From an optimization exercise on the open Yosys and OpenROAD flow, aimed at small area and a short achievable clock period; shortcuts taken in it are not production practice. Where RTL was checked, it was by simulation tests only, not by an equivalence proof against the original. For run 1, only the layout was checked, not whether the RTL still works. Power figures rest on the tool's default switching activity, not on a simulated workload.

==> flow/flow/run.sh <==
#!/bin/bash
# The standard layout (standard.sh), with four changes to how it is made:
# - synthesis maps with ABC's &nf mapper (flow/abc_map.script) instead of
#   ORFS's script, through flow/synth.tcl, which is synth_recipe.tcl with only
#   the ABC script swapped;
# - no full/half-adder extraction before ABC (ADDER_MAP_FILE empty);
# - ports are buffered with sky130_fd_sc_hd__buf_1;
# - ORFS's timing repair aims for 137 ns of setup slack (SETUP_SLACK_MARGIN)
#   instead of 0, so it sizes the slowest paths of this design up. The clock,
#   its period and all constraints are the standard flow's own, unchanged.
# Each tool's output goes to the ORFS logs under orfs/logs; make's own output
# to flow_make.log here.
set -euo pipefail
W=$(pwd)
export FLOW_ABC_SCRIPT=$W/flow/abc_map.script
bash standard.sh "SYNTH_SCRIPT=$W/flow/synth.tcl" "ADDER_MAP_FILE=" \
  "BUFFER_PORTS_ARGS=-buffer_cell sky130_fd_sc_hd__buf_1" SETUP_SLACK_MARGIN=137 finish > flow_make.log 2>&1
test -s out/final.def
==> flow/flow/abc_map.script <==
strash; &get -n; &nf -R 1000; &put; topo; stime -c
==> flow/flow/synth.tcl <==
# The standard flow's synthesis script (synth_recipe.tcl) with ABC's mapping script replaced
# by the one named in FLOW_ABC_SCRIPT.
proc synth {args} { yosys synth -nofsm -noshare {*}$args }
proc abc {args} {
  set i [lsearch -exact $args -script]
  if { $i >= 0 } { lset args [expr {$i + 1}] $::env(FLOW_ABC_SCRIPT) }
  yosys abc {*}$args
}
source $::env(SCRIPTS_DIR)/synth.tcl
# left out here: clear keep_hierarchy, flatten, clean up, hide names made inside functions, write 1_2_yosys.v
==> flow/standard.sh <==
#!/bin/bash
# synth_recipe.tcl (not shown) runs the flow's synth.tcl, then flattens the netlist and writes it again
# the make line also repeats each setting of config.mk as NAME=value (left out here)
make -C /OpenROAD-flow-scripts/flow DESIGN_CONFIG=/design/flow/config.mk WORK_HOME=/design/flow/orfs CLKGATE_MAP_FILE= SYNTH_SCRIPT=/design/flow/synth_recipe.tcl "${@:-finish}"
==> flow/config.mk <==
export PLATFORM = sky130hd
export DESIGN_NAME = lc8b10b_slot
export DESIGN_NICKNAME = lc8b10b_slot
export VERILOG_FILES = /design/flow/design.v
export SDC_FILE = /design/flow/constraint.sdc
export NUM_CORES = 4
export LEC_CHECK = 0
export CAP_MARGIN = 20
export CORE_MARGIN = 2
export CORE_UTILIZATION = 40
export CTS_BUF_LIST = sky130_fd_sc_hd__clkbuf_4
export CTS_CLUSTER_SIZE = 20
export PLACE_DENSITY = 0.85
export SLEW_MARGIN = 20
export TNS_END_PERCENT = 20
==> flow/constraint.sdc <==
create_clock -name core_clock -period 175.0 [get_ports {clk}]
set_input_delay 35.0000 -clock core_clock [delete_from_list [all_inputs] [get_ports {clk}]]
set_output_delay 35.0000 -clock core_clock [all_outputs]
set_load 0.01 [all_outputs]
==> flow/design.v <==
module lc8b10b_slot (
    input  wire         clk,
    input  wire         rst,         
    input  wire         in_valid,
    input  wire         in_entry,    
    input  wire [159:0] in_sym,
    output wire         out_valid,
    output reg  [159:0] out_sym,     
    output reg  [127:0] out_data,    
    output reg  [15:0]  out_k,       
    output reg  [15:0]  out_err      
);
  reg [159:0] r_nsym;                 
  wire [159:0] r_sym = ~r_nsym;
  reg [15:0]  r_err, r_okn, r_dfl;
  reg         r_valid;
  reg         st_n, st_p, st_t;
  assign out_valid = r_valid;
  wire [15:0]  okn, okp, gn, gp, dfl;    
  wire [127:0] byt;                 
  wire [15:0]  kk, a6, mfj, mgh;
  genvar g;
  generate
    for (g = 0; g < 16; g = g + 1) begin : sym
      lc_rx_sym rx (.w(in_sym[10*g +: 10]), .okn(okn[g]), .okp(okp[g]), .gn(gn[g]), .gp(gp[g]),
                    .dfl(dfl[g]));
      lc_tx_sym tx (.w(r_sym[10*g +: 10]), .byt(byt[8*g +: 8]), .kk(kk[g]),
                    .a6(a6[g]), .mfj(mfj[g]), .mgh(mgh[g]));
    end
  endgenerate
  reg [15:0] gn2, gp2, qn, qp, ft, qt;    
  reg [15:0] pn, pp;                      
  reg [15:0] bad;
  reg        sn, sp, t0;
  reg [9:0]  w, msk;
  reg        nw;
  reg [159:0] sym_n;
  integer    i, l, m;
  always @* begin
    gn2 = gn;
    gp2 = gp;
    for (l = 0; l < 4; l = l + 1) begin
      qn = gn2;
      qp = gp2;
      for (i = 0; i < 16; i = i + 1)
        if ((i >> l) & 1) begin
          m = ((i >> l) << l) - 1;
          gn2[i] = qn[i] | (~qp[i] & qn[m]);
          gp2[i] = qp[i] | (~qn[i] & qp[m]);
        end
    end
    sn = st_n & ~in_entry;
    sp = st_p & ~in_entry;
    pn = {gn2[14:0] | (~gp2[14:0] & {15{sn}}), sn};
    pp = {gp2[14:0] | (~gn2[14:0] & {15{sp}}), sp};
    for (i = 0; i < 16; i = i + 1) begin
      bad[i] = ~((~pp[i] & okn[i]) | (~pn[i] & okp[i]));
      sym_n[10*i +: 10] = bad[i] ? 10'b0001011110 : in_sym[10*i +: 10];
    end
  end
  always @* begin
    ft = r_dfl;    
    for (l = 0; l < 4; l = l + 1) begin
      qt = ft;
      for (i = 0; i < 16; i = i + 1)
        if (i >= (1 << l))
          ft[i] = qt[i] ^ qt[i - (1 << l)];
    end
    t0 = st_t;
    for (i = 0; i < 16; i = i + 1) begin
      out_err[i] = r_err[i];
      out_k[i]   = kk[i];
      out_data[8*i +: 8] = byt[8*i +: 8];
      w   = r_sym[10*i +: 10];
      msk = {mfj[i], mgh[i], mgh[i], mfj[i], {6{a6[i]}}};
      if (i == 0)
        nw = ~(t0 ^ r_okn[i]);
      else
        nw = ~(ft[i-1] ^ (t0 ^ r_okn[i]));
      out_sym[10*i +: 10] = w ^ (msk & {10{nw}});
    end
  end
  always @(posedge clk) begin
    r_nsym  <= ~sym_n;
    r_err   <= bad;
    r_okn   <= okn | bad;
    r_dfl   <= dfl & ~bad;    
    if (rst) begin
      r_valid <= 1'b0;
      st_n    <= 1'b0;
      st_p    <= 1'b0;
      st_t    <= 1'b0;
    end else begin
      r_valid <= in_valid;
      if (in_valid) begin
        st_n <= gn2[15] | (~gp2[15] & sn);
        st_p <= gp2[15] | (~gn2[15] & sp);
      end
      if (in_valid & in_entry)
        st_t <= 1'b0;
      else if (r_valid)
        st_t <= t0 ^ ft[15];
    end
  end
endmodule
module lc_rx_sym (input wire [9:0] w, output wire okn, output wire okp, output wire gn, output wire gp, output wire dfl);
  wire new_n16, new_n17, new_n18, new_n19, new_n20, new_n21, new_n22, new_n23;
  wire new_n24, new_n25, new_n26, new_n27, new_n28, new_n29, new_n30, new_n31;
  wire new_n32, new_n33, new_n34, new_n35, new_n36, new_n37, new_n38, new_n39;
  wire new_n40, new_n41, new_n42, new_n43, new_n44, new_n45, new_n46, new_n47;
  wire new_n48, new_n49, new_n50, new_n51, new_n52, new_n53, new_n54, new_n55;
  wire new_n56, new_n57, new_n58, new_n59, new_n60, new_n61, new_n62, new_n63;
  wire new_n64, new_n65, new_n66, new_n67, new_n68, new_n69, new_n70, new_n72;
  wire new_n73, new_n74, new_n75, new_n76, new_n78, new_n79, new_n80, new_n81;
  wire new_n82, new_n85;
  assign new_n16 = ~w[2] & ~w[3];
  assign new_n17 = ~w[0] & ~w[1];
  assign new_n18 = new_n16 & new_n17;
  assign new_n19 = w[4] & w[5];
  assign new_n20 = w[2] & w[3];
  assign new_n21 = w[0] & w[1];
  assign new_n22 = ~new_n20 & ~new_n21;
  assign new_n23 = ~new_n16 & ~new_n17;
  assign new_n24 = ~new_n22 & new_n23;
  assign new_n25 = ~new_n19 & ~new_n24;
  assign new_n26 = new_n22 & ~new_n23;
  assign new_n27 = ~w[4] & ~w[5];
  assign new_n28 = ~new_n26 & ~new_n27;
  assign new_n29 = new_n25 & ~new_n28;
  assign new_n30 = ~new_n18 & ~new_n29;
  assign new_n31 = ~new_n25 & new_n28;
  assign new_n32 = new_n20 & new_n21;
  assign new_n33 = ~new_n31 & ~new_n32;
  assign new_n34 = new_n30 & new_n33;
  assign new_n35 = w[6] & w[7];
  assign new_n36 = ~w[8] & ~w[9];
  assign new_n37 = ~w[6] & ~w[7];
  assign new_n38 = ~new_n36 & ~new_n37;
  assign new_n39 = ~new_n35 & ~new_n38;
  assign new_n40 = w[5] & new_n26;
  assign new_n41 = new_n16 & new_n27;
  assign new_n42 = ~w[6] & ~new_n41;
  assign new_n43 = ~new_n40 & new_n42;
  assign new_n44 = ~new_n35 & ~new_n43;
  assign new_n45 = ~w[9] & ~new_n19;
  assign new_n46 = ~new_n41 & new_n45;
  assign new_n47 = w[8] & ~new_n46;
  assign new_n48 = ~new_n44 & new_n47;
  assign new_n49 = ~new_n39 & ~new_n48;
  assign new_n50 = new_n34 & new_n49;
  assign new_n51 = w[8] & w[9];
  assign new_n52 = ~new_n35 & ~new_n51;
  assign new_n53 = ~new_n37 & ~new_n52;
  assign new_n54 = new_n19 & new_n20;
  assign new_n55 = ~new_n27 & ~new_n54;
  assign new_n56 = ~w[5] & new_n24;
  assign new_n57 = new_n55 & ~new_n56;
  assign new_n58 = w[6] & ~new_n57;
  assign new_n59 = w[9] & new_n55;
  assign new_n60 = ~w[7] & ~w[8];
  assign new_n61 = ~new_n59 & new_n60;
  assign new_n62 = ~new_n58 & new_n61;
  assign new_n63 = ~new_n53 & ~new_n62;
  assign new_n64 = ~new_n33 & new_n63;
  assign new_n65 = ~new_n50 & ~new_n64;
  assign new_n66 = new_n19 & new_n24;
  assign new_n67 = w[2] & new_n21;
  assign new_n68 = ~new_n26 & ~new_n67;
  assign new_n69 = w[3] & ~new_n68;
  assign new_n70 = ~new_n66 & ~new_n69;
  assign okn = ~new_n65 & new_n70;
  assign new_n72 = ~new_n30 & new_n49;
  assign new_n73 = new_n34 & new_n63;
  assign new_n74 = ~new_n72 & ~new_n73;
  assign new_n75 = ~new_n55 & ~new_n68;
  assign new_n76 = ~new_n18 & ~new_n75;
  assign okp = ~new_n74 & new_n76;
  assign new_n78 = ~new_n36 & new_n53;
  assign new_n79 = new_n39 & ~new_n51;
  assign new_n80 = ~new_n78 & ~new_n79;
  assign new_n81 = new_n34 & new_n80;
  assign new_n82 = new_n33 & ~new_n78;
  assign gp = ~new_n79 & ~new_n82;
  assign gn = ~new_n81 & ~gp;
  assign new_n85 = ~new_n34 & ~new_n80;
  assign dfl = ~new_n81 & ~new_n85;
endmodule
module lc_tx_sym (input wire [9:0] w, output wire [7:0] byt, output wire kk, output wire a6, output wire mfj, output wire mgh);
  wire new_n23, new_n24, new_n25, new_n26, new_n27, new_n28, new_n29, new_n30;
  wire new_n31, new_n32, new_n33, new_n34, new_n35, new_n36, new_n37, new_n38;
  wire new_n39, new_n40, new_n41, new_n42, new_n44, new_n45, new_n46, new_n47;
  wire new_n48, new_n49, new_n50, new_n51, new_n52, new_n53, new_n54, new_n55;
  wire new_n57, new_n58, new_n59, new_n60, new_n61, new_n62, new_n63, new_n64;
  wire new_n65, new_n66, new_n67, new_n69, new_n70, new_n71, new_n72, new_n73;
  wire new_n74, new_n75, new_n76, new_n77, new_n78, new_n79, new_n80, new_n81;
  wire new_n82, new_n84, new_n85, new_n86, new_n87, new_n88, new_n89, new_n90;
  wire new_n91, new_n92, new_n93, new_n94, new_n95, new_n96, new_n97, new_n98;
  wire new_n99, new_n101, new_n102, new_n103, new_n104, new_n105, new_n106, new_n107;
  wire new_n108, new_n109, new_n110, new_n112, new_n113, new_n114, new_n115, new_n116;
  wire new_n117, new_n118, new_n119, new_n120, new_n121, new_n123, new_n124, new_n125;
  wire new_n126, new_n127, new_n128, new_n129, new_n130, new_n131, new_n132, new_n134;
  wire new_n135, new_n136, new_n138, new_n139, new_n140, new_n142, new_n143, new_n144;
  wire new_n145, new_n146, new_n147, new_n148, new_n149, new_n150, new_n152;
  assign new_n23 = ~w[2] & ~w[4];
  assign new_n24 = w[3] & w[5];
  assign new_n25 = ~w[1] & ~new_n24;
  assign new_n26 = w[1] & w[5];
  assign new_n27 = w[3] & new_n26;
  assign new_n28 = ~w[3] & ~w[5];
  assign new_n29 = ~new_n27 & ~new_n28;
  assign new_n30 = ~new_n25 & new_n29;
  assign new_n31 = new_n23 & ~new_n30;
  assign new_n32 = w[0] & ~new_n26;
  assign new_n33 = ~new_n24 & new_n32;
  assign new_n34 = ~new_n23 & ~new_n27;
  assign new_n35 = ~new_n33 & new_n34;
  assign new_n36 = ~new_n31 & ~new_n35;
  assign new_n37 = w[4] & new_n24;
  assign new_n38 = w[3] & ~new_n37;
  assign new_n39 = w[2] & w[4];
  assign new_n40 = ~w[1] & ~new_n39;
  assign new_n41 = ~w[0] & new_n40;
  assign new_n42 = ~new_n38 & new_n41;
  assign byt[0] = new_n36 | new_n42;
  assign new_n44 = ~w[3] & ~w[4];
  assign new_n45 = w[0] & w[2];
  assign new_n46 = ~w[0] & ~w[2];
  assign new_n47 = ~new_n45 & ~new_n46;
  assign new_n48 = ~new_n44 & new_n47;
  assign new_n49 = new_n44 & ~new_n47;
  assign new_n50 = w[5] & ~new_n49;
  assign new_n51 = ~new_n48 & new_n50;
  assign new_n52 = ~w[1] & ~new_n49;
  assign new_n53 = new_n44 & ~new_n45;
  assign new_n54 = ~w[5] & ~new_n53;
  assign new_n55 = ~new_n52 & new_n54;
  assign byt[1] = new_n51 | new_n55;
  assign new_n57 = ~w[0] & ~w[4];
  assign new_n58 = new_n30 & new_n57;
  assign new_n59 = ~w[0] & new_n24;
  assign new_n60 = ~new_n39 & ~new_n59;
  assign new_n61 = ~w[1] & ~new_n60;
  assign new_n62 = new_n32 & new_n44;
  assign new_n63 = w[2] & ~w[5];
  assign new_n64 = ~new_n27 & ~new_n63;
  assign new_n65 = ~new_n57 & ~new_n64;
  assign new_n66 = ~new_n62 & ~new_n65;
  assign new_n67 = ~new_n61 & new_n66;
  assign byt[2] = new_n58 | ~new_n67;
  assign new_n69 = ~w[1] & new_n45;
  assign new_n70 = w[1] & new_n47;
  assign new_n71 = ~new_n69 & ~new_n70;
  assign new_n72 = ~w[4] & new_n71;
  assign new_n73 = w[4] & ~new_n40;
  assign new_n74 = w[5] & ~new_n73;
  assign new_n75 = ~new_n72 & new_n74;
  assign new_n76 = new_n23 & ~new_n52;
  assign new_n77 = w[0] & w[5];
  assign new_n78 = ~w[1] & ~w[4];
  assign new_n79 = ~w[3] & ~new_n78;
  assign new_n80 = ~new_n23 & ~new_n79;
  assign new_n81 = ~new_n77 & ~new_n80;
  assign new_n82 = ~new_n76 & new_n81;
  assign byt[3] = ~new_n75 & ~new_n82;
  assign new_n84 = ~w[5] & new_n44;
  assign new_n85 = ~w[2] & new_n84;
  assign new_n86 = ~w[4] & ~new_n85;
  assign new_n87 = ~new_n45 & ~new_n70;
  assign new_n88 = w[4] & ~new_n28;
  assign new_n89 = ~new_n24 & ~new_n88;
  assign new_n90 = ~w[1] & ~new_n47;
  assign new_n91 = ~new_n37 & ~new_n90;
  assign new_n92 = ~new_n89 & new_n91;
  assign new_n93 = new_n87 & ~new_n92;
  assign new_n94 = new_n86 & ~new_n93;
  assign new_n95 = w[2] & new_n24;
  assign new_n96 = w[4] & ~new_n95;
  assign new_n97 = ~w[3] & w[5];
  assign new_n98 = new_n96 & ~new_n97;
  assign new_n99 = new_n93 & new_n98;
  assign byt[4] = ~new_n94 & ~new_n99;
  assign new_n101 = ~w[7] & ~w[8];
  assign new_n102 = w[6] & ~w[9];
  assign new_n103 = ~new_n101 & ~new_n102;
  assign new_n104 = ~new_n85 & ~new_n103;
  assign new_n105 = ~w[8] & w[9];
  assign new_n106 = w[7] & ~new_n105;
  assign new_n107 = w[6] & ~new_n106;
  assign new_n108 = w[8] & w[9];
  assign new_n109 = ~new_n85 & ~new_n108;
  assign new_n110 = ~new_n107 & ~new_n109;
  assign byt[5] = new_n104 | new_n110;
  assign new_n112 = w[7] & w[8];
  assign new_n113 = ~w[9] & ~new_n84;
  assign new_n114 = ~w[6] & ~new_n113;
  assign new_n115 = ~new_n112 & ~new_n114;
  assign new_n116 = ~new_n85 & ~new_n115;
  assign new_n117 = new_n85 & ~new_n103;
  assign new_n118 = w[9] & new_n112;
  assign new_n119 = ~w[8] & new_n102;
  assign new_n120 = ~new_n118 & ~new_n119;
  assign new_n121 = ~new_n117 & new_n120;
  assign byt[6] = new_n116 | ~new_n121;
  assign new_n123 = ~w[7] & ~w[9];
  assign new_n124 = ~new_n112 & ~new_n123;
  assign new_n125 = ~new_n85 & ~new_n124;
  assign new_n126 = w[7] & w[9];
  assign new_n127 = ~new_n101 & ~new_n126;
  assign new_n128 = ~w[6] & ~w[7];
  assign new_n129 = w[6] & w[7];
  assign new_n130 = ~new_n128 & ~new_n129;
  assign new_n131 = ~new_n85 & new_n130;
  assign new_n132 = ~new_n127 & ~new_n131;
  assign byt[7] = new_n125 | new_n132;
  assign new_n134 = new_n86 & ~new_n118;
  assign new_n135 = ~w[9] & new_n101;
  assign new_n136 = new_n96 & ~new_n135;
  assign kk = ~new_n134 & ~new_n136;
  assign new_n138 = new_n87 & new_n92;
  assign new_n139 = ~new_n84 & new_n89;
  assign new_n140 = ~new_n71 & new_n139;
  assign a6 = ~new_n138 & ~new_n140;
  assign new_n142 = ~w[3] & ~w[7];
  assign new_n143 = w[8] & ~new_n87;
  assign new_n144 = ~new_n142 & ~new_n143;
  assign new_n145 = ~w[3] & ~new_n87;
  assign new_n146 = ~new_n144 & ~new_n145;
  assign new_n147 = ~new_n130 & ~new_n146;
  assign new_n148 = ~new_n102 & ~new_n105;
  assign new_n149 = ~new_n112 & new_n148;
  assign new_n150 = ~kk & ~new_n149;
  assign mfj = new_n147 | ~new_n150;
  assign new_n152 = new_n120 & new_n130;
  assign mgh = ~new_n150 | ~new_n152;
endmodule
==> summary.md, run 1 <==
| Metric | Value |
|---|---|
| Final Non-Filler Cells | `4,168` |
| Relative slew margins | `54.5%` |
| IO Count | `485` |
| Antenna Violating Nets Remaining | `0` |
| Status | `timing/DRC/antenna clean` |
| Peak VDD IR | `0.0000187 V` |
| Die ar. | `50,300 sq um` |
| Hold WC Path Type | `reg2reg` |
| Mapped Area | `19,400 sq um` |
| Iter 0 DRT Violations | `1,856` |
| RSZ-0062 raised after global routing | `yes` |
| Final period util | `21.8%` |
| H-tree depth | `2` |
| Pwr/cell area | `22.4 nW/um^2` |
| Clk pin slew, worst setup/hold paths | `70 ps` |
| Largest net degree at the start of global routing | `19` |
| Endpoint class of the critical path | `output port` |
| RD Place Congestion | `0.960` |
| Fill cells | `4,601` |
| Placed insts | `4,011` |
| Req. time, crit path | `140,000 ps` |
| Final WS setup | `136,940 ps` |
| Crit path DAT | `3060 ps` |
| Average size of a mapped cell | `6.63 sq um` |
| FF+latch count, synth | `212` |
| Dominant synthesized flop cell | `dfxtp_1` |
| Drt first pass iters | `6` |
| Setup violators final | `0` |
| Initial antenna violation count | `3` |
| Slew @ Worst Pin | `675 ps` |
| Fraction of layout cells with a size suffix above 1 | `9.83%` |
| Vias | `24,189` |
| Synth top area cells | `dfxtp_1 22%, xnor2_1 10%, nand2_1 10%` |
| Post-synth top area share | `21.9%` |
| Syn Inst Count | `2,924` |
| Multi-input logic area | `15,900 sq um` |
| Overflow after GRT | `0` |
| Routed Wire Length | `68,500 microns` |
| Dpl hpwl | `51,800 microns` |
| Register area | `4350 sq um` |
| Port bufs | `484` |
| CP startpoint kind | `flip-flop` |
| Clock latency on the worst-skew pair | `840 ps` |
| Die Height | `224 microns` |
| Drt via density | `5.80` |
| Reg power frac | `14.4%` |
| Core footprint | `47,800 sq um` |
| GRT Util Overall | `25.6%` |
| Syn Nets | `3,088` |
| Combinational power share | `76.3%` |
| Tmin final | `38,060 ps` |
| Share of synthesized registers carrying an async set or reset | `0%` |
| Final hold vios | `0` |
| Max-cap violations | `0` |
| First-pass GRT wire length | `107,000 microns` |
| CTS max path bufs | `3` |
| Clock sink count | `212` |
| Total Nets Final | `3,666` |
| Netlist cell types | `42` |
| CTS buffer count | `57` |
| Final Skew | `108 ps` |
| Sequential area share after synthesis | `21.9%` |
| Achievable Freq | `26.3 MHz` |
| Row cnt | `80` |
| P_sw | `281 uW` |
| Most frequent cell after synthesis | `nand2_1` |
| DRC violations left | `0` |
| Place WS | `135,340 ps` |
| Initial Util | `40.5%` |
| Lkg Pwr | `8.59 nW` |
| Final Max Slew Viols | `0` |
| Top cells by count, synth | `519 x nand2_1, 389 x nor2_1, 349 x o21ai_0` |
| Net Sw Frac | `51.2%` |
| Die X | `224 microns` |
| Post-synth EDFFs | `0` |
| Synthesis-to-layout area growth | `26.5%` |
| CTS tree | `built` |
| CTS Hold Bufs | `0` |
| Cell Int Power | `268 uW` |
| CP Max Fanout | `6` |
| Final setup TNS | `0 ps` |
| Crit Path Category | `reg2out` |
| Dominant cell type by area after synthesis | `dfxtp_1` |
| Clk root buf | `clkbuf_4` |
| Vias in the first global route | `21,148` |
| Per-cell routed wire length | `16.4 microns` |
| Total power | `549 uW` |
| Cells on worst reg2reg path | `6` |
| Ys Warns | `1` |
| Clock group share of total power | `9.3%` |
| Hold depth | `2` |
==> final timing paths <==
path | to | from | slack (ps)
worst max-delay path | out_sym[114] | r_dfl[3]$_DFF_P_ | 136940
worst min-delay path | st_n$_SDFFE_PP0P_ | st_n$_SDFFE_PP0P_ | 530
worst max register to register | r_nsym[43]$_DFF_P_ | st_n$_SDFFE_PP0P_ | 172780
worst min register to register | st_n$_SDFFE_PP0P_ | st_n$_SDFFE_PP0P_ | 530
==> worst max-delay path, cell delays in order (launching register included) <==
cell and delay (ps):
dfxtp_4 430, xor2_4 210, buf_6 140, xor2_4 230, xnor2_2 150, xnor2_4 260, xnor2_4 180, a211oi_4 60
buf_12 160, xnor2_2 260, buf_2 190
==> cells by family after synthesis <==
logic type	after synthesis	share of synthesized area, %
AO/OA/AOI/OAI	1041	33.8
XOR/XNOR	288	13.0
buffers and inverters	109	2.42
flip-flops	212	21.9
multiplexers	18	1.03
AND/OR/NAND/NOR	1256	27.8
==> final cells by class <==
type,instances,share of cell area (%)
Multi-Input combinational cell,2603,64.8
Sequential cell,212,17.7
Timing Repair Buffer,535,9.43
Tap cell,615,3.14
Clock buffer,76,2.32
Inverter,93,1.43
Clock inverter,30,1.07
Antenna cell,4,0.0408
==> cells in the final DEF (no fill, tap or decap), drive strengths merged, types with 26 or more instances in the layout <==
| cell type | count |
|---|---|
| and3 | 32 |
| nor4 | 29 |
| a211oi | 74 |
| xnor2 | 227 |
| clkbuf | 85 |
| a211o | 38 |
| nand3 | 98 |
| o21a | 26 |
| a21oi | 205 |
| clkinv | 111 |
| nor2b | 47 |
| a31oi | 32 |
| nand2b | 40 |
| a21boi | 36 |
| o21bai | 28 |
| dfxtp | 212 |
| buf | 526 |
| nand2 | 519 |
| o22ai | 36 |
| o211ai | 81 |
| xor2 | 61 |
| nor3 | 55 |
| nor2 | 389 |
| o21ai | 349 |
==> what timing repair did <==
action	in CTS	in global routing
gates resized for setup	169	131
pin swaps	33	37
buffers inserted	31	16
endpoints found under the setup margin	266	301
==> per-layer routing <==
layer  up-vias  GRT usage [%]  wire (microns)
met1     11037           30.6           27100
met5         -              0               0
li1      11814              -               -
met2      1123           43.5           32600
met3       215           6.16            5930
met4         0           11.5            2960
==> power groups by stage <==
stage	clock network [mW]	registers, mW	logic [mW]
floorplan	0	0.0720	0.227
global placement	0	0.0775	0.331
detailed placement	0	0.0776	0.335
CTS	0.0524	0.0780	0.400
global route	0.0551	0.0812	0.452
finish	0.0511	0.0792	0.419
==> state kept, by name (all words and copies together), names as in the netlist <==
register / cells
r_dfl: 16
st_t: 1
r_okn: 16
r_valid: 1
st_n: 1
st_p: 1
r_err: 16
r_nsym: 160
==> stage by stage <==
stage | area, sq um | hold WS (ps) | utilization, %
6_report | 24500 | 533 | 51.3
5_1_grt | 24500 | 580 | 51.3
4_1_cts | 24000 | 529 | 50.1
3_5_place_dp | 21900 | 512 | 45.9
3_3_place_gp | 21900 | 490 | 45.8
2_1_floorplan | 19400 | 474 | -
==> run 2: changes to the inputs <==
--- a/flow/design.v
+++ b/flow/design.v
@@ -60,10 +60,12 @@
   end
   always @* begin
-    ft = r_dfl;    
+    ft = r_dfl;
     for (l = 0; l < 4; l = l + 1) begin
       qt = ft;
       for (i = 0; i < 16; i = i + 1)
-        if (i >= (1 << l))
-          ft[i] = qt[i] ^ qt[i - (1 << l)];
+        if ((i >> l) & 1) begin
+          m = ((i >> l) << l) - 1;
+          ft[i] = qt[i] ^ qt[m];
+        end
     end
     t0 = st_t;
--- a/flow/flow/run.sh
+++ b/flow/flow/run.sh
@@ -6,5 +6,5 @@
 # - no full/half-adder extraction before ABC (ADDER_MAP_FILE empty);
 # - ports are buffered with sky130_fd_sc_hd__buf_1;
-# - ORFS's timing repair aims for 137 ns of setup slack (SETUP_SLACK_MARGIN)
+# - ORFS's timing repair aims for 136.3 ns of setup slack (SETUP_SLACK_MARGIN)
 #   instead of 0, so it sizes the slowest paths of this design up. The clock,
 #   its period and all constraints are the standard flow's own, unchanged.
@@ -15,4 +15,4 @@
 export FLOW_ABC_SCRIPT=$W/flow/abc_map.script
 bash standard.sh "SYNTH_SCRIPT=$W/flow/synth.tcl" "ADDER_MAP_FILE=" \
-  "BUFFER_PORTS_ARGS=-buffer_cell sky130_fd_sc_hd__buf_1" SETUP_SLACK_MARGIN=137 finish > flow_make.log 2>&1
+  "BUFFER_PORTS_ARGS=-buffer_cell sky130_fd_sc_hd__buf_1" SETUP_SLACK_MARGIN=136.3 finish > flow_make.log 2>&1
 test -s out/final.def
--- a/flow/config.mk
+++ b/flow/config.mk
@@ -9,7 +9,5 @@
 export CORE_MARGIN = 2
 export CORE_UTILIZATION = 40
-export CTS_BUF_LIST = sky130_fd_sc_hd__clkbuf_4
-export CTS_CLUSTER_SIZE = 20
-export PLACE_DENSITY = 0.85
+export CTS_BUF_LIST = sky130_fd_sc_hd__clkbuf_4 sky130_fd_sc_hd__clkbuf_8 sky130_fd_sc_hd__clkbuf_16
+export CTS_CLUSTER_SIZE = 30
 export SLEW_MARGIN = 20
-export TNS_END_PERCENT = 20
==> run 2 against run 1 <==
- critical endpoint is now out_sym[116]
- total power shrank 13%
- synthesized area shrank 0.77%
- cell count shrank 2.8%
- synthesized cell count shrank 0.58%
- setup slack lost 410 ps
- still clean on timing, DRC and antenna
- sequential share of layout area grew 0.80 points
==> summary.md, run 2 <==
| Metric | Value |
|---|---|
| Core footprint | `47,600 sq um` |
| Routed Wire Length | `69,700 microns` |
| Lkg Pwr | `7.82 nW` |
| Achievable Freq | `26.0 MHz` |
| Placed insts | `3,997` |
| Post-synth top area share | `22.1%` |
| Clk root buf | `clkbuf_16` |
| Total Nets Final | `3,579` |
| Final WS setup | `136,520 ps` |
| Final setup TNS | `0 ps` |
| Dominant cell type by area after synthesis | `dfxtp_1` |
| Syn Inst Count | `2,907` |
| Mapped Area | `19,200 sq um` |
| Multi-input logic area | `14,700 sq um` |
| Synth top area cells | `dfxtp_1 22%, nand2_1 10%, xnor2_1 10%` |
| Final core utilization | `48.1%` |
| Slowest cell on the critical path | `xnor2_1` |
| Register area | `4250 sq um` |
| Initial Util | `40.4%` |
| Post-route cell area | `22,900 sq um` |
| IO Count | `485` |
| Worst path bufs/invs | `2` |
| Antenna Violating Nets Remaining | `0` |
| Overflow after GRT | `0` |
| Per-cell routed wire length | `17.2 microns` |
| Netlist cell types | `42` |
| Die X | `223 microns` |
| Endpoint class of the critical path | `output port` |
| Iter 0 DRT Violations | `1,691` |
| Top cells by count, synth | `519 x nand2_1, 389 x nor2_1, 349 x o21ai_0` |
| CP startpoint kind | `flip-flop` |
| CP top delay family | `XOR/XNOR gates` |
| Share of synthesized registers carrying an async set or reset | `0%` |
| Most flops, register | `r_nsym` |
| Status | `timing/DRC/antenna clean` |
| Port bufs | `484` |
| FF+latch count, synth | `212` |
| Place WS | `134,960 ps` |
| Average size of a mapped cell | `6.62 sq um` |
| Row cnt | `80` |
| Fraction of layout cells with a size suffix above 1 | `2.62%` |
| CTS max path bufs | `3` |
| Cell Chain, Critical Path | `xor2_1, xnor2_2, xnor2_4, buf_4, xnor2_1, xnor2_1, a21oi_1, xnor2_1, buf_1` |
| CTS Hold Bufs | `0` |
| Die ar. | `49,900 sq um` |
| Syn Nets | `3,071` |
| Reg2Reg Capture Point | `r_nsym[11]$_DFF_P_` |
| M3 GR Usage | `5.79%` |
| Final Max Slew Viols | `0` |
| Dominant synthesized flop cell | `dfxtp_1` |
| Clock sink count | `212` |
| Max reg flops | `160` |
| Max-cap violations | `0` |
| Grt peak-use layer | `met2` |
| Relative slew margins | `17.4%` |
| Ys Warns | `1` |
| Fill cells | `4,966` |
| Reg-to-reg startpoint | `st_n$_SDFFE_PP0P_` |
| Clock latency on the worst-skew pair | `550 ps` |
| Pwr/cell area | `20.9 nW/um^2` |
| Slew @ Worst Pin | `1240 ps` |
| Total power | `479 uW` |
| Cells on worst reg2reg path | `6` |
| Final period util | `22.0%` |
| Setup violators final | `0` |
| Post-synth EDFFs | `0` |
| CP max stage delay | `510 ps` |
| Most frequent cell after synthesis | `nand2_1` |
| Synthesis-to-layout area growth | `19.1%` |
| Dpl hpwl | `54,400 microns` |
| Final Non-Filler Cells | `4,053` |
| CTS buffer count | `26` |
| Drt first pass iters | `6` |
| Peak VDD IR | `0.0000119 V` |
| Final Skew | `9.79 ps` |
| CP dominant cell by count | `xnor2_1` |
| Sequential area share after synthesis | `22.1%` |
| Commonest cells after routing, fill and taps aside | `519 x nand2_1, 484 x buf_1, 389 x nor2_1` |
| CTS tree | `built` |
| DRC violations left | `0` |
| Tmin final | `38,480 ps` |
| RSZ-0062 raised after global routing | `yes` |
| Placed inst area | `21,800 sq um` |
| Final hold vios | `0` |
| Largest net degree at the start of global routing | `19` |
| Hold endpoint | `st_n$_SDFFE_PP0P_` |
| Hold Crit Start | `st_n$_SDFFE_PP0P_` |
| Hold slack | `510 ps` |
| CP Max Fanout | `5` |
| Clk pin slew, worst setup/hold paths | `60 ps` |
| Crit path DAT | `3480 ps` |
| RD Place Congestion | `0.938` |
| Die Height | `223 microns` |
| Initial antenna violation count | `10` |
| Hold WC Path Type | `reg2reg` |
| Drt via density | `5.80` |
| R2R setup slack | `172,460 ps` |
| Crit. path cell count | `9` |
| Global-route track usage on met1 | `33.4%` |
| Hold depth | `2` |
| First-pass GRT wire length | `109,000 microns` |
| H-tree depth | `1` |
| GRT Util Overall | `26.1%` |
| Vias in the first global route | `21,052` |
| Vias | `23,504` |
| Req. time, crit path | `140,000 ps` |
| Crit Path Category | `reg2out` |
| Met2 usage | `43.5%` |
| Leading cell type in the layout, fill and taps excluded | `nand2_1` |
[run 2: cell types whose count changed in the layout (fill, tap and decap cells not counted), sizes merged, moves of 2 or more]
cell    change
clkbuf     -51
buf        -31
xor2       -10
clkinv      -8
xnor2       -7
inv         -6
bufinv      -2
[run 2: worst max path at each step]
stage | start | endpoint
after floorplan | in_sym[2] | r_dfl[12]$_DFF_P_
after global placement | in_sym[3] | r_dfl[12]$_DFF_P_
after detailed placement | in_sym[2] | r_nsym[126]$_DFF_P_
after CTS | r_dfl[0]$_DFF_P_ | out_sym[65]
after global routing | in_sym[42] | r_nsym[91]$_DFF_P_
final | r_dfl[0]$_DFF_P_ | out_sym[116]
[run 2: worst register-to-register path, delay by kind of cell (launching register included)]
kind,cells,cell delay (ps)
buf+inv,1,210
flops,1,340
compound gates,1,250
simple gates,4,1640
[run 2: power by group]
| part | switching, mW | internal (mW) |
|---|---|---|
| logic | 0.214 | 0.131 |
| registers | 0.0204 | 0.0567 |
| clock network | 0.0225 | 0.0342 |
[run 2: cell type report]
type	instances	area share (%)
Sequential cell	212	18.5
Antenna cell	3	0.0328
Timing Repair Buffer	496	8.31
Clock buffer	33	3.23
Multi-Input combinational cell	2586	64.3
Clock inverter	15	0.693
Tap cell	615	3.36
Inverter	93	1.52
[run 2: per-layer routing]
metal	share of wire, %	vias up
li1	-	11605
met1	43	10918
met2	46	806
met3	7.3	161
met4	3.6	14
met5	0.15	-
[run 2: repair_timing]
item,in CTS,in global routing
setup buffers,3,1
pin swaps,1,0
gates resized for setup,18,22
setup endpoints to repair,175,120
[run 2: kinds of logic after synthesis]
logic type / Yosys count / share of synthesized area, %
flops: 212 / 22.1
compound gates: 1041 / 34.1
buf+inv: 109 / 2.44
simple gates: 1256 / 28.1
mux: 18 / 1.04
xor+xnor: 271 / 12.3
==> run 3: changes to the inputs <==
==> flow/flow/run.sh (replaced) <==
#!/bin/bash
# The standard layout (standard.sh), with three changes to how it is made:
# - synthesis maps with ABC's dc2 then &nf mapper (flow/abc_map.script) instead of
#   ORFS's script, through flow/synth.tcl, which is synth_recipe.tcl with only
#   the ABC script swapped;
# - no full/half-adder extraction before ABC (ADDER_MAP_FILE empty);
# - ports are buffered with sky130_fd_sc_hd__buf_1.
# Each tool's output goes to the ORFS logs under orfs/logs; make's own output
# to flow_make.log here.
set -euo pipefail
W=$(pwd)
export FLOW_ABC_SCRIPT=$W/flow/abc_map.script
bash standard.sh "SYNTH_SCRIPT=$W/flow/synth.tcl" "ADDER_MAP_FILE=" \
  "BUFFER_PORTS_ARGS=-buffer_cell sky130_fd_sc_hd__buf_1" finish > flow_make.log 2>&1
test -s out/final.def
==> flow/flow/abc_map.script (replaced) <==
strash; dc2; &get -n; &nf -R 1000; &put; topo; stime -c
--- a/flow/config.mk
+++ b/flow/config.mk
@@ -9,5 +9,5 @@
 export CORE_MARGIN = 2
 export CORE_UTILIZATION = 40
-export CTS_BUF_LIST = sky130_fd_sc_hd__clkbuf_4 sky130_fd_sc_hd__clkbuf_8 sky130_fd_sc_hd__clkbuf_16
-export CTS_CLUSTER_SIZE = 30
+export CTS_BUF_LIST = sky130_fd_sc_hd__clkbuf_4
+export CTS_CLUSTER_SIZE = 20
 export SLEW_MARGIN = 20
==> run 3 against run 2 <==
- still clean
- global-route usage is 0.81 points lower
- die area decreased by 2.4%
- maximum frequency is 5.0% lower
- cell area fell by 3.5%
- cell count is 0.42% lower
- register-to-register slack got worse by 1600 ps
- non-clock buffer count fell by 3
- worst hold slack got worse by 28 ps
- first-iteration DRC count shrank 1.2%
- synthesized area is 2.4% lower
- sequential share of layout area increased by 0.67 points
- critical path type unchanged
- critical endpoint is now out_sym[142]
==> summary.md, run 3 <==
| Metric | Value |
|---|---|
| Place WS | `135,180 ps` |
| Synthesis-to-layout area growth | `17.8%` |
| Clock latency on the worst-skew pair | `740 ps` |
| Commonest cells after routing, fill and taps aside | `484 x buf_1, 421 x nor2_1, 417 x nand2_1` |
| Hold WC Path Type | `reg2reg` |
| GRT Util Overall | `25.3%` |
| Ys Warns | `1` |
| Most frequent cell after synthesis | `nor2_1` |
| RD Place Congestion | `0.946` |
| Synth top area cells | `dfxtp_1 23%, o21ai_0 9.7%, xnor2_1 8.8%` |
| CTS buffer count | `66` |
| Max reg flops | `160` |
| Overflow after GRT | `0` |
| Mapped Area | `18,800 sq um` |
| Placed insts | `3,918` |
| Final period util | `23.1%` |
| CP startpoint kind | `flip-flop` |
| Post-route cell area | `22,100 sq um` |
| Drt via density | `5.74` |
| DRC violations left | `0` |
| Initial Util | `40.4%` |
| Post-synth top area share | `22.6%` |
| Peak VDD IR | `0.0000245 V` |
| Drt first pass iters | `6` |
| Total Nets Final | `3,544` |
| Req. time, crit path | `140,000 ps` |
| Port bufs | `484` |
| Die Height | `221 microns` |
| R2R setup slack | `170,820 ps` |
| Dominant synthesized flop cell | `dfxtp_1` |
| Final WS setup | `134,510 ps` |
| IO Count | `485` |
| Post-synth EDFFs | `0` |
| Syn Nets | `2,999` |
| Max-cap violations | `0` |
| Dominant cell type by area after synthesis | `dfxtp_1` |
| Final Non-Filler Cells | `4,036` |
| Fill cells | `4,911` |
| Most flops, register | `r_nsym` |
| Hold slack | `482 ps` |
| Share of synthesized registers carrying an async set or reset | `0%` |
| CTS tree | `built` |
| CTS max path bufs | `3` |
| Final Max Slew Viols | `0` |
| Die ar. | `48,700 sq um` |
| Iter 0 DRT Violations | `1,670` |
| Crit Path Category | `reg2out` |
| Endpoint class of the critical path | `output port` |
| Final hold vios | `0` |
| Core footprint | `46,500 sq um` |
| Fraction of layout cells with a size suffix above 1 | `3.36%` |
| Vias | `23,169` |
| Clk root buf | `clkbuf_4` |
| Pwr/cell area | `20.2 nW/um^2` |
| Final Skew | `39.0 ps` |
| Die X | `221 microns` |
| Achievable Freq | `24.7 MHz` |
| Setup violators final | `0` |
| Top cells by count, synth | `421 x nor2_1, 417 x nand2_1, 365 x o21ai_0` |
| Tmin final | `40,490 ps` |
| Clk pin slew, worst setup/hold paths | `70 ps` |
| Syn Inst Count | `2,835` |
| Postcts setup bufs | `0` |
| Antenna Violating Nets Remaining | `0` |
| Cts repair resizes | `0` |
| CTS Hold Bufs | `0` |
| Crit path DAT | `5490 ps` |
| Status | `timing/DRC/antenna clean` |
| Leading cell type in the layout, fill and taps excluded | `buf_1` |
| Final setup TNS | `0 ps` |
| Relative slew margins | `25.0%` |
| Routed Wire Length | `65,300 microns` |
| Netlist cell types | `47` |
| Vias in the first global route | `20,405` |
| Slew @ Worst Pin | `1110 ps` |
| Sequential area share after synthesis | `22.6%` |
| Placed inst area | `21,300 sq um` |
| CP Max Fanout | `6` |
| Dpl hpwl | `51,400 microns` |
| H-tree depth | `3` |
| RSZ-0062 raised after global routing | `no` |
| Per-cell routed wire length | `16.2 microns` |
| FF+latch count, synth | `212` |
| Lkg Pwr | `7.52 nW` |
| Row cnt | `79` |
| Average size of a mapped cell | `6.62 sq um` |
| Initial antenna violation count | `2` |
| First-pass GRT wire length | `102,000 microns` |
| Largest net degree at the start of global routing | `21` |
| Clock sink count | `212` |
## run 3: per-layer routing
layer	vias up	track usage [%]	wire length [microns]
li1	11550	-	-
met1	10616	31.9	27800
met2	880	41.4	30200
met3	123	5.99	5410
met4	0	10.0	1920
met5	-	0	0
## run 3: worst paths after layout
check | startpoint | to | depth (start not counted)
hold reg to reg | st_p$_SDFFE_PP0P_ | st_p$_SDFFE_PP0P_ | 2
setup / recovery | r_dfl[0]$_DFF_P_ | out_sym[142] | 14
setup reg to reg | r_dfl[0]$_DFF_P_ | st_t$_SDFFE_PP0P_ | 13
hold / removal | st_p$_SDFFE_PP0P_ | st_p$_SDFFE_PP0P_ | 2
## run 3: kinds of logic after synthesis
group                  after synthesis  share of synthesized area, %
XOR/XNOR                           261                          12.2
buffers and inverters              112                          2.56
multiplexers                         9                         0.540
AND/OR/NAND/NOR                   1186                          27.4
flip-flops                         212                          22.6
AO/OA/AOI/OAI                     1055                          34.8
## run 3: metrics by stage
step                      utilization, %  power, mW
after detailed placement            45.9      0.399
after CTS                           47.5      0.448
after floorplan                        -      0.286
final                               47.6      0.447
after global placement              45.8      0.394
after global routing                47.6      0.487
## run 3: critical path: stages (launching register included)
cell and delay (ps):
dfxtp_1 360, xor2_1 250, xnor2_1 150, xnor2_1 450, xor2_1 280, xor2_1 280, xor2_1 280, xor2_1 650
xnor2_1 370, xnor2_1 430, xnor2_1 240, a21oi_1 150, o21ai_0 360, xnor2_1 260, buf_1 240
## run 3: power breakdown
part	switching [mW]	internal, mW	leakage [nW]
sequential	0.0202	0.0566	1.75
combinational	0.203	0.120	5.29
clock	0.0227	0.0242	0.475
## run 3: final cells by class
type | instances | area, sq um | area share, %
diodes | 3 | 7.51 | 0.0339
multi-input cells | 2511 | 14100 | 63.7
clock inverters | 22 | 87.6 | 0.396
repair buffers | 493 | 1880 | 8.51
flip-flops and latches | 212 | 4250 | 19.2
well taps | 607 | 759 | 3.43
clock buffers | 92 | 691 | 3.12
inverters | 96 | 360 | 1.63

[port drivers added, routing unchanged]
How much do the figures lean on ideal ports? The routed layouts below were timed once more, with nothing changed but the port constraints. Step 1: set_driving_cell puts a clkbuf_16 on clk and a buf_2 on each other input, an assumption about the parent block. Step 2 also shifts input and output timing later by t, the mid clock arrival at the registers, as if the neighbouring blocks saw the same clock. a / b / c = ideal ports / drivers / drivers and shift; a / b = the first two.
| run | t, ns | slack for setup (ns) | latest minus earliest clock arrival (ns) | worst register clock-pin slew, ns | pins driven straight from the clock port |
|---|---|---|---|---|---|
| run 1 | 0.840 | 136.936 / 136.886 / 136.352 | 0.121 / 0.121 | 0.09 / 0.09 | 1 |
| run 2 | 0.601 | 136.522 / 136.468 / 136.076 | 0.014 / 0.015 | 0.07 / 0.07 | 1 |
| run 3 | 0.783 | 134.510 / 134.456 / 135.239 | 0.050 / 0.050 | 0.07 / 0.07 | 1 |
After both steps every run listed still meets setup and hold. For run 1, which loses most, drivers alone change the setup slack by -0.050 ns; drivers and shift together by -0.584 ns.
